This is an optimization exercise on Yosys and OpenROAD, whose aim is small area, a short achievable clock period and few clock cycles per item, not a production implementation. The RTL was checked by simulation tests, not by an equivalence proof against the original design.

==> flow/design.v (excerpt) <==
module sht_codegen (
  input  wire         clk,
  input  wire         rst,           
  input  wire [127:0] key,           
  input  wire         req_valid,
  output wire         req_ready,
  input  wire         req_fixed,     
  input  wire [31:0]  req_frame,     
  input  wire [31:0]  req_salt,      
  input  wire [5:0]   req_addr,      
  input  wire [23:0]  req_train,     
  input  wire [5:0]   req_pulses,    
  input  wire [4:0]   req_window,    
  output wire         off_valid,
  input  wire         off_ready,
  output wire [9:0]   off_data,      
  output wire         off_last,      
  output reg  [15:0]  keychk,
  output reg          keychk_valid
);
  reg         b_valid;
  reg  [93:0] base;          
  reg  [1:0]  b_lastblk;     
  reg  [2:0]  b_lastcnt;     
  reg  [4:0]  b_win;
  reg         b_fixed;
  reg  [1:0]  jblk;          
  reg  [1:0]   ini;          
  reg  [4:0]   c;            
  reg  [127:0] s;            
  reg  [287:0] x;            
  reg  [127:0] rk;           
  reg  [71:0]  w;            
  reg  [31:0]  wk;           
  reg          k1_q;         
  reg          go_q;         
  reg          adv_q;        
  reg          ld_q;         
  reg          rdy_q;        
  reg          chk_pending;  
  reg          ja_v, ja_chk, ja_last, ja_fixed;
  reg  [2:0]   ja_cnt;       
  reg  [4:0]   ja_win;
  reg          jb_v, jb_last, jb_fixed;
  reg  [2:0]   jb_cnt;
  reg  [4:0]   jb_win;
  reg  [127:0] oa, ob;
  reg  [3:0]   oa_rem, ob_rem;      
  reg  [2:0]   oa_slot, ob_slot;    
  reg          oa_last, ob_last;    
  reg  [4:0]   oa_win, ob_win;
  reg          oa_fixed, ob_fixed;
  reg          ev;
  reg  [20:0]  es, ec;       
  reg  [15:0]  ep;
  reg          ef, el;
  reg          ov;
  reg  [9:0]   od;
  reg          ol;
  wire [287:0] sm;
  wire [127:0] sr, mc;
  wire [71:0]  swm;
  wire [127:0] rk_next;
  reg  [7:0]   rcon;
  sht_aes_sub     u_sub (.s_in(s), .sm(sm));
  sht_aes_mix     u_mix (.sm(x), .sr(sr), .mc(mc));
  sht_key_subword u_ksw (.w3(rk[31:0]), .swm(swm));
  wire [31:0] sw;
  sht_key_lo     u_klo (.swm(w), .sw(sw));
  sht_key_expand u_kex (
    .rk_in (k1_q ? key : rk),
    .sw    (k1_q ? wk : sw),
    .rcon  (rcon),
    .rk_out(rk_next)
  );
  always @(*) begin
    case (c)
      5'd1:    rcon = 8'h01;
      5'd3:    rcon = 8'h02;
  ...
clock: 12.0 ns
lec_check: 0
abc_area: 1
cap_margin: 20
cell_pad_in_sites_detail_placement: 2
cell_pad_in_sites_global_placement: 2
core_margin: 2
core_utilization: 30
place_density: 0.5
setup_slack_margin: 5
slew_margin: 20
standard.sh (not shown) runs the stock make flow with config.mk's settings and CLKGATE_MAP_FILE= SYNTH_SCRIPT=/design/flow/synth_recipe.tcl, a recipe that flattens the netlist after the stock synthesis.
==> flow/flow/run.sh <==
#!/bin/bash
# Own layout flow: the standard flow (standard.sh), except that the
# synthesis maps the combinational logic with an area-oriented ABC script
# (flow/abc.script) that keeps the XOR gates of the AES datapath as XOR
# cells. Registers are mapped before ABC runs, so they are the standard
# synthesis's. Each step's output goes to a log file in this folder.
set -euo pipefail
W=$(pwd)
export FLOW_ABC_SCRIPT="$W/flow/abc.script"
export FLOW_REF_SYNTH="$W/synth_recipe.tcl"
bash standard.sh SYNTH_SCRIPT="$W/flow/synth_abc.tcl" synth > "$W/synth.log" 2>&1
bash standard.sh SETUP_SLACK_MARGIN=7.75 finish > "$W/layout.log" 2>&1
==> flow/flow/abc.script <==
strash
&get -n
&dch -f
&nf
&put
==> flow/flow/synth_abc.tcl <==
# The standard flow's synthesis script (synth_recipe.tcl), with ABC's mapping script
# replaced by flow/abc.script. Everything else, flip-flop mapping included,
# is unchanged.
proc abc {args} {
  set i [lsearch -exact $args -script]
  if { $i >= 0 } {
    lset args [expr { $i + 1 }] $::env(FLOW_ABC_SCRIPT)
  }
  yosys abc {*}$args
}
source $::env(FLOW_REF_SYNTH)
Testbench counts at the start, summed over its fixed seeds: cycles 37,634, items 25,639.
Next try:
==> flow/flow/run.sh (replaced) <==
#!/bin/bash
set -euo pipefail
W=$(pwd)
export FLOW_ABC_SCRIPT="$W/flow/abc.script"
export FLOW_REF_SYNTH="$W/synth_recipe.tcl"
bash standard.sh SYNTH_SCRIPT="$W/flow/synth_abc.tcl" synth > "$W/synth.log" 2>&1
bash standard.sh SETUP_SLACK_MARGIN=8.5 finish > "$W/layout.log" 2>&1
- ABC_AREA: 1 -> unset
- CTS_CLUSTER_DIAMETER: unset -> 200
- CTS_CLUSTER_SIZE: unset -> 20
- TNS_END_PERCENT: unset -> 0
Synthesized area is unchanged.
Worst setup slack is better by 0.40 ns.
Design area rises by a few percent.
Wire length rises slightly.
First-iteration DRC count rises by a few percent.
Sequential share of layout area falls by 0.88 points.
Clock skew rises by 0.022 ns.
Next try:
==> flow/flow/run.sh (replaced) <==
#!/bin/bash
# Own layout flow: the standard flow (standard.sh), except that the
# synthesis maps the combinational logic with an area-oriented ABC script
# (flow/abc.script) that keeps the XOR gates of the AES datapath as XOR
# cells. Registers are mapped before ABC runs, so they are the standard
# synthesis's. Each step's output goes to a log file in this folder.
set -euo pipefail
W=$(pwd)
export FLOW_ABC_SCRIPT="$W/flow/abc.script"
export FLOW_REF_SYNTH="$W/synth_recipe.tcl"
bash standard.sh SYNTH_SCRIPT="$W/flow/synth_abc.tcl" synth > "$W/synth.log" 2>&1
bash standard.sh SETUP_SLACK_MARGIN=8.25 finish > "$W/layout.log" 2>&1
- TNS_END_PERCENT: 0 -> unset
After rerunning: The changed run finished clean; first-iteration DRC count is lower by 7.2%; count of clock-buffer cells in the layout is lower by 1; global-route usage hardly moves.
Next try:
==> flow/flow/run.sh (replaced) <==
#!/bin/bash
set -euo pipefail
W=$(pwd)
export FLOW_ABC_SCRIPT="$W/flow/abc.script"
export FLOW_REF_SYNTH="$W/synth_recipe.tcl"
bash standard.sh SYNTH_SCRIPT="$W/flow/synth_abc.tcl" synth > "$W/synth.log" 2>&1
bash standard.sh SETUP_SLACK_MARGIN=8.25 finish > "$W/layout.log" 2>&1
- CORE_UTILIZATION: 30 -> 45
- PLACE_DENSITY: 0.5 -> 0.6
Critical path depth goes up by 11.
Register-to-register slack loses 0.35 ns.
Cell count goes down by roughly a tenth.
Worst hold slack barely changes.
Core utilization goes up by 18 points.

-- what the ideal ports hide --
In the flow no input, the clock included, has a driving cell. The finished layouts below were timed again as built, in two steps.
Step 1 assumes that a clkbuf_16 drives the clock port and a buf_2 every other input.
Step 2 also shifts input and output timing later by t, the mid clock arrival at the registers, as if the neighbouring blocks saw the same clock.
a / b / c = ideal ports / drivers / drivers and shift; a / b = the first two.
run | shift t [ns] | slack for setup (ns) | worst hold slack (ns) | worst slew at a driven data input, ns
the first run | 0.892 | 7.776 / 7.781 / 6.947 | 0.417 / 0.417 / 0.417 | 0.13
the second run | 0.820 | 8.172 / 8.153 / 7.415 | 0.425 / 0.425 / 0.425 | 0.07
the third run | 0.824 | 8.233 / 8.138 / 7.398 | 0.424 / 0.424 / 0.424 | 0.14
the fourth run | 0.804 | 7.987 / 7.987 / 7.420 | 0.424 / 0.424 / 0.424 | 0.12
After both steps setup and hold are still met in every run listed. For the third run, which loses most, drivers alone change the setup slack by -0.095 ns; drivers and shift together by -0.835 ns.
